Background: an optimization exercise with open tools, aiming at small area. Do not read the settings as production practice. Only simulation tests tie the RTL to the original design; equivalence was not proved. No activity file was given, so power comes from the tool's default toggle rates.

==> job 5271 <==
==> flow/design.v <==
module gf32_mul (
    input  wire [4:0] a,
    input  wire [4:0] b,
    output wire [4:0] p
);
    wire [8:0] full;
    assign full = ({9{b[0]}} & {4'b0, a})
                ^ ({9{b[1]}} & {3'b0, a, 1'b0})
                ^ ({9{b[2]}} & {2'b0, a, 2'b0})
                ^ ({9{b[3]}} & {1'b0, a, 3'b0})
                ^ ({9{b[4]}} & {a, 4'b0});
    assign p[0] = full[0] ^ full[5] ^ full[8];
    assign p[1] = full[1] ^ full[6];
    assign p[2] = full[2] ^ full[5] ^ full[7] ^ full[8];
    assign p[3] = full[3] ^ full[6] ^ full[8];
    assign p[4] = full[4] ^ full[7];
endmodule
module gf32_inv (
    input  wire [4:0] a,
    output reg  [4:0] y
);
    always @(*) begin
        case (a)
            5'd0:  y = 5'd0;
            5'd1:  y = 5'd1;
            5'd2:  y = 5'd18;
            5'd3:  y = 5'd28;
            5'd4:  y = 5'd9;
            5'd5:  y = 5'd23;
            5'd6:  y = 5'd14;
            5'd7:  y = 5'd12;
            5'd8:  y = 5'd22;
            5'd9:  y = 5'd4;
            5'd10: y = 5'd25;
            5'd11: y = 5'd16;
            5'd12: y = 5'd7;
            5'd13: y = 5'd15;
            5'd14: y = 5'd6;
            5'd15: y = 5'd13;
            5'd16: y = 5'd11;
            5'd17: y = 5'd24;
            5'd18: y = 5'd2;
            5'd19: y = 5'd29;
            5'd20: y = 5'd30;
            5'd21: y = 5'd26;
            5'd22: y = 5'd8;
            5'd23: y = 5'd5;
            5'd24: y = 5'd17;
            5'd25: y = 5'd10;
            5'd26: y = 5'd21;
            5'd27: y = 5'd31;
            5'd28: y = 5'd3;
            5'd29: y = 5'd19;
            5'd30: y = 5'd20;
            default: y = 5'd27;
        endcase
    end
endmodule
module bch31_decoder (
    input  wire [4:0]  s1,
    input  wire [4:0]  s3,
    input  wire [4:0]  s5,
    input  wire [1:0]  limit,
    output wire        ok,
    output wire [1:0]  errors,
    output wire [15:0] mask       
);
    function [4:0] pow3;
        input [4:0] x;
        reg [31:0] h;
        begin
            h = 32'd1 << x;
            pow3[0] = |(h & 32'hfcc0566a);
            pow3[1] = |(h & 32'h2d872d78);
            pow3[2] = |(h & 32'hb24de8e8);
            pow3[3] = |(h & 32'h9699333c);
            pow3[4] = |(h & 32'hcaf6a360);
        end
    endfunction
    function [4:0] pow5;
        input [4:0] x;
        reg [31:0] h;
        begin
            h = 32'd1 << x;
            pow5[0] = |(h & 32'h6c6cc936);
            pow5[1] = |(h & 32'h4bee2d88);
            pow5[2] = |(h & 32'ha50f99cc);
            pow5[3] = |(h & 32'hf5c963a0);
            pow5[4] = |(h & 32'h8474b7b8);
        end
    endfunction
    function [4:0] pow19;
        input [4:0] x;
        reg [31:0] h;
        begin
            h = 32'd1 << x;
            pow19[0] = |(h & 32'h6fe15982);
            pow19[1] = |(h & 32'hb5346b8c);
            pow19[2] = |(h & 32'h406d73f4);
            pow19[3] = |(h & 32'h8dbd96c0);
            pow19[4] = |(h & 32'h5e3b2f10);
        end
    endfunction
    function [4:0] pow21;
        input [4:0] x;
        reg [31:0] h;
        begin
            h = 32'd1 << x;
            pow21[0] = |(h & 32'hfa1d90d2);
            pow21[1] = |(h & 32'h28fa9978);
            pow21[2] = |(h & 32'he9b326b0);
            pow21[3] = |(h & 32'h761a2aec);
            pow21[4] = |(h & 32'h396f7884);
        end
    endfunction
    function [10:0] tab_root;
        input [4:0] x;
        reg [31:0] h;
        begin
            h = 32'd1 << x;
            tab_root[0] = |(h & 32'h20100000);
            tab_root[1] = |(h & 32'h20000000);
            tab_root[2] = |(h & 32'h22000000);
            tab_root[3] = |(h & 32'h00400000);
            tab_root[4] = |(h & 32'h20500040);
            tab_root[5] = |(h & 32'h02100040);
            tab_root[6] = |(h & 32'h02400000);
            tab_root[7] = |(h & 32'h20100040);
            tab_root[8] = |(h & 32'h20100000);
            tab_root[9] = |(h & 32'h00000000);
            tab_root[10] = |(h & 32'h22500040);
        end
    endfunction
    localparam [154:0] EXPT = {5'd18, 5'd9, 5'd22, 5'd11, 5'd23, 5'd25, 5'd30, 5'd15, 5'd21, 5'd24, 5'd12, 5'd6, 5'd3, 5'd19, 5'd27, 5'd31, 5'd29, 5'd28, 5'd14, 5'd7, 5'd17, 5'd26, 5'd13, 5'd20, 5'd10, 5'd5, 5'd16, 5'd8, 5'd4, 5'd2, 5'd1};
    wire [4:0] d = pow3(s1) ^ s3;
    wire [4:0] e = pow5(s1) ^ s5;
    wire [4:0] k, y1, y2;
    gf32_mul u_k (.a(e), .b(pow19(d)), .p(k));
    wire [10:0] rt = tab_root(k);
    wire [4:0]  lam = pow21(d);
    gf32_mul u_y1 (.a(lam), .b(rt[9:5]), .p(y1));
    gf32_mul u_y2 (.a(lam), .b(rt[4:0]), .p(y2));
    wire d0  = (d == 5'd0);
    wire e0  = (e == 5'd0);
    wire zs  = (s1 == 5'd0) && (s3 == 5'd0) && (s5 == 5'd0);
    wire [4:0] x1 = d0 ? s1 : (y1 ^ s1);
    wire [4:0] x2 = d0 ? 5'd0 : (y2 ^ s1);
    wire [4:0] x3 = d0 ? 5'd0 : (y1 ^ y2 ^ s1);
    wire x0 = (x1 == 5'd0) | (x2 == 5'd0) | (x3 == 5'd0);
    wire [1:0] nerr = zs ? 2'd0 : d0 ? 2'd1 : x0 ? 2'd2 : 2'd3;
    wire located = zs | (d0 ? e0 : rt[10]);
    assign ok     = located && (nerr <= limit);
    assign errors = nerr;
    genvar i;
    generate
        for (i = 0; i < 16; i = i + 1) begin : g_pos
            localparam [4:0] XI = EXPT[5*(i+15) +: 5];
            assign mask[i] = (x1 == XI) | (x2 == XI) | (x3 == XI);
        end
    endgenerate
endmodule
module jomen_framer (
    input  wire        clk,
    input  wire        rst,
    input  wire        drop,
    input  wire        chip_valid,
    input  wire        chip,
    input  wire [5:0]  cfg_sync,
    input  wire        cfg_sync_tol,
    output wire        sync_found,    
    output wire        word_valid,    
    output wire [15:0] msg,           
    output reg  [4:0]  s1,
    output reg  [4:0]  s3,
    output reg  [4:0]  s5,
    output reg         sync_err       
);
    localparam [2:0] ST_SEARCH = 3'd0,
                     ST_SYNC   = 3'd1,
                     ST_CANDA  = 3'd2,
                     ST_CANDB  = 3'd3,
                     ST_SF     = 3'd4,
                     ST_CODE1  = 3'd5,
                     ST_CODE2  = 3'd6,
                     ST_POST   = 3'd7;
    localparam [5:0] L0 = 6'd1, L15 = 6'd41, L30 = 6'd50, L33 = 6'd18, L39 = 6'd55;
    reg [2:0]  state;
    reg [15:0] hist;         
    reg [5:0]  cnt;
    assign msg = hist;
    assign sync_found = (state == ST_SF);
    assign word_valid = (state == ST_POST) && (cnt == L33);
    wire [5:0] cnt_step = {cnt[4:0], cnt[5] ^ cnt[4]};
    reg [15:0] sync_word;
    always @(*) begin
        sync_word = cfg_sync[5] ? 16'h112D : 16'h111E;
        if (cfg_sync[4]) sync_word = sync_word ^ 16'hFFFF;
        if (cfg_sync[3]) sync_word = sync_word ^ 16'h00FF;
        if (cfg_sync[2]) sync_word = sync_word ^ 16'h0F0F;
        if (cfg_sync[1]) sync_word = sync_word ^ 16'h3333;
        if (cfg_sync[0]) sync_word = sync_word ^ 16'h5555;
    end
    wire [15:0] hist_next = {hist[14:0], chip};
    wire [15:0] diff = hist_next ^ sync_word;
    reg  any_d, two_d;
    integer k;
    always @(*) begin
        any_d = 1'b0;
        two_d = 1'b0;
        for (k = 0; k < 16; k = k + 1) begin
            two_d = two_d | (any_d & diff[k]);
            any_d = any_d | diff[k];
        end
    end
    wire zero_d = ~any_d;
    wire one_d  = any_d & ~two_d;
    wire seen7  = (s1 == 5'd16) | (s1 == 5'd4) | (s1 == 5'd9) | (s1 == 5'd19) |
                  (s1 == 5'd2)  | (s1 == 5'd5) | (s1 == 5'd11) | (s1 == 5'd23) |
                  (s1 == 5'd10) | (s1 == 5'd21);
    wire seen15 = (s1 == 5'd10) | (s1 == 5'd21);
    wire seen16 = (s1 == 5'd21);
    wire go       = chip_valid & ~rst & ~drop;
    wire counting = (state == ST_SEARCH) | (state == ST_SYNC);
    wire in_cand  = (state == ST_CANDA) | (state == ST_CANDB);
    wire in_word  = in_cand | (state == ST_CODE1) | (state == ST_CODE2);
    wire better   = zero_d & sync_err;
    wire cand     = seen15 & (zero_d | (one_d & cfg_sync_tol));
    wire align    = seen7 & (hist_next[7:0] == 8'b10101010);
    wire post_end = (state == ST_POST) & (cnt == L33);
    wire drop_now = rst | (drop & (state != ST_POST));
    wire [4:0] s1_m, s3_m, s5_m;
    gf32_mul u_m1 (.a(s1), .b(5'd2),  .p(s1_m));
    gf32_mul u_m3 (.a(s3), .b(5'd8),  .p(s3_m));
    gf32_mul u_m5 (.a(s5), .b(5'd5),  .p(s5_m));
    wire restart  = go & (((state == ST_SYNC) & cand) | (in_cand & better));
    wire s1_clear = drop_now | post_end | restart |
                    (go & (state == ST_SYNC) & ~cand & (cnt == L39));
    wire s1_step  = go & (counting ? ~seen16 : in_word);
    wire x1       = counting | chip;
    always @(posedge clk) begin
        if (s1_clear)
            s1 <= 5'd0;
        else if (s1_step)
            s1 <= s1_m ^ {4'd0, x1};
        if (restart) begin
            s3 <= 5'd0;
            s5 <= 5'd0;
        end else if (go & in_word) begin
            s3 <= s3_m ^ {4'd0, chip};
            s5 <= s5_m ^ {4'd0, chip};
        end
        if (go && state != ST_CODE2)
            hist <= hist_next;
    end
    always @(posedge clk) begin
        if (drop_now) begin
            state <= ST_SEARCH;
        end else begin
            case (state)
                ST_SEARCH: begin
                    if (chip_valid && align) begin
                        state <= ST_SYNC;
                        cnt   <= L0;
                    end
                end
                ST_SYNC: begin
                    if (chip_valid) begin
                        cnt <= cnt_step;
                        if (cand) begin
                            state    <= ST_CANDA;
                            sync_err <= ~zero_d;
                            cnt      <= L0;
                        end else if (cnt == L39) begin
                            state <= ST_SEARCH;
                        end
                    end
                end
                ST_CANDA, ST_CANDB: begin
                    if (chip_valid) begin
                        state <= (state == ST_CANDA) ? ST_CANDB : ST_SF;
                        if (better) begin
                            sync_err <= 1'b0;
                            cnt      <= L0;
                        end else begin
                            cnt      <= cnt_step;
                        end
                    end
                end
                ST_SF: state <= ST_CODE1;
                ST_CODE1, ST_CODE2: begin
                    if (chip_valid) begin
                        cnt <= cnt_step;
                        if (state == ST_CODE1 && cnt == L15)
                            state <= ST_CODE2;
                        if (cnt == L30)
                            state <= ST_POST;
                    end
                end
                default: begin  
                    cnt <= cnt_step;
                    if (cnt == L33)
                        state <= ST_SEARCH;
                end
            endcase
        end
    end
endmodule
module jomen_matcher (
    input  wire        clk,
    input  wire        rst,           
    input  wire        drop,          
    input  wire        chip_valid,    
    input  wire        chip,
    input  wire [5:0]  cfg_sync,      
    input  wire        cfg_sync_tol,  
    input  wire [1:0]  cfg_correct,   
    output wire        sync_found,
    output wire        word_valid,
    output wire        word_ok,
    output wire [12:0] word_code,
    output wire [2:0]  word_reason,
    output wire [1:0]  word_errors,
    output wire        word_sync_err
);
    wire [15:0] msg;
    wire [4:0]  s1, s3, s5;
    jomen_framer u_framer (
        .clk           (clk),
        .rst           (rst),
        .drop          (drop),
        .chip_valid    (chip_valid),
        .chip          (chip),
        .cfg_sync      (cfg_sync),
        .cfg_sync_tol  (cfg_sync_tol),
        .sync_found    (sync_found),
        .word_valid    (word_valid),
        .msg           (msg),
        .s1            (s1),
        .s3            (s3),
        .s5            (s5),
        .sync_err      (word_sync_err)
    );
    reg  [1:0] limit_q;
    always @(posedge clk)
        if (chip_valid)
            limit_q <= cfg_correct;
    wire [15:0] mask;
    bch31_decoder u_dec (
        .s1     (s1),
        .s3     (s3),
        .s5     (s5),
        .limit  (limit_q),
        .ok     (word_ok),
        .errors (word_errors),
        .mask   (mask)
    );
    wire [15:0] fixed = msg ^ mask;
    assign word_code   = fixed[12:0];
    assign word_reason = fixed[15:13];
endmodule
==> flow/run.sh <==
#!/bin/bash
# synth_recipe.tcl (not shown) runs the flow's synth.tcl, then flattens the netlist and writes it again
# the make line also repeats each setting of config.mk as NAME=value (left out here)
make -C /OpenROAD-flow-scripts/flow DESIGN_CONFIG=/design/flow/config.mk WORK_HOME=/design/flow/orfs CLKGATE_MAP_FILE= SYNTH_SCRIPT=/design/flow/synth_recipe.tcl finish
==> flow/config.mk <==
export PLATFORM = sky130hd
export DESIGN_NAME = jomen_matcher
export DESIGN_NICKNAME = jomen_matcher
export VERILOG_FILES = /design/flow/design.v
export SDC_FILE = /design/flow/constraint.sdc
export NUM_CORES = 4
export LEC_CHECK = 0
export CAP_MARGIN = 20
export CORE_MARGIN = 2
export CORE_UTILIZATION = 40
export SLEW_MARGIN = 20
==> flow/constraint.sdc <==
create_clock -name core_clock -period 20.0 [get_ports {clk}]
set_input_delay 4.0000 -clock core_clock [delete_from_list [all_inputs] [get_ports {clk}]]
set_output_delay 4.0000 -clock core_clock [all_outputs]
set_load 0.01 [all_outputs]
==> job 952 (differences from job 5271) <==
==> flow/flow/run.sh (new file) <==
#!/bin/bash
# Layout flow: the standard ORFS flow, except that synthesis maps the
# logic with an area-oriented ABC script (deep AIG optimisation, then area
# recovery in the mapper) and without Yosys's adder extraction, and port
# buffers use the smallest buffer cell. Everything else (registers, their
# names and cell types, floorplan, power grid, CTS, routing) is the standard
# flow's. Each tool's output goes to a log file in this folder.
set -euo pipefail
W=$PWD
FLOWDIR=$W/flow

# Synthesis script: ORFS's synth.tcl with only the ABC script replaced.
sed -e "s#log_cmd abc {\*}\$abc_args#log_cmd abc {*}[lreplace \$abc_args 1 1 $FLOWDIR/abc_deep.script]#" \
    "$FLOW_HOME/scripts/synth.tcl" > "$W/own_synth.tcl"
grep -q "abc_deep.script" "$W/own_synth.tcl"
sed -e "s#source \$::env(SCRIPTS_DIR)/synth.tcl#source $W/own_synth.tcl#" \
    "$W/synth_recipe.tcl" > "$W/own_synth_recipe.tcl"
grep -q "own_synth.tcl" "$W/own_synth_recipe.tcl"

make -C "$FLOW_HOME" DESIGN_CONFIG="$W/config.mk" WORK_HOME="$W/orfs" CLKGATE_MAP_FILE= \
    SYNTH_SCRIPT="$W/own_synth_recipe.tcl" ADDER_MAP_FILE= synth > "$W/synth.log" 2>&1

# The rest of the standard flow, on that netlist.
bash "$W/standard.sh" BUFFER_PORTS_ARGS="-buffer_cell sky130_fd_sc_hd__buf_1" finish > "$W/layout.log" 2>&1
test -f "$W/out/final.def"
==> flow/flow/abc_deep.script (new file) <==
&get -n
&st
&deepsyn -T 60
&dch -f
&nf -R 1000
&put
topo
stime -c
upsize -c
dnsize -c
==> flow/standard.sh (new file) <==
#!/bin/bash
# synth_recipe.tcl (not shown) runs the flow's synth.tcl, then flattens the netlist and writes it again
# the make line also repeats each setting of config.mk as NAME=value (left out here)
make -C /OpenROAD-flow-scripts/flow DESIGN_CONFIG=/design/flow/config.mk WORK_HOME=/design/flow/orfs CLKGATE_MAP_FILE= SYNTH_SCRIPT=/design/flow/synth_recipe.tcl "${@:-finish}"
removed: flow/run.sh
==> run notes <==
clk_skew 0.00895 ns; Seq power 96.4 uW; DP HPWL 15,200 um; critical path peak fanout 25; vias in the first global route about 6.2k; grt met2 use 0.338; status timing/DRC/antenna clean; Die X 135 um; wire per inst 17.9 um; Area growth, synth to finish 8.97%; CP Depth 24
# the run above: job 5271

==> run notes <==
Signal buffers 37; DP HPWL roughly 11,000 um; clk_skew between 0.009 and 0.01 ns; clock buf count 7; status timing/DRC/antenna clean; Area growth, synth to finish 10.0%; grt met2 use 0.329; wire per inst 16.0 um; CP Depth 38; post-synthesis mux area share 0.0122; critical path peak fanout 21; vias in the first global route ~4.4k; die height around 120 um; Die X 115 um; Seq power 96.5 uW
# the run above: job 952

-- afterwards: timing with drivers on the ports --
The results above use ideal ports. As a check the final layouts listed here were re-extracted and re-timed, cells and wires unchanged.
Step 1, drivers: a clkbuf_16 drives clk and a buf_2 each remaining input, both assumed.
Step 2 moves the port delays by t, midway between the first and last clock arrival at a register: inputs arrive t later, outputs are due t later. That takes back most of the time a late clock gives input paths.
a / b / c = no drivers / after step 1 / after step 2; a / b = the first two.
| run | t (ns) | setup slack, ns | cell pins on the clock port's net |
|---|---|---|---|
| job 5271 | 0.310 | 7.355 / 7.323 / 7.633 | 1 |
| job 952 | 0.307 | 7.351 / 7.316 / 7.623 | 1 |
After both steps setup and hold are still met in every run listed.
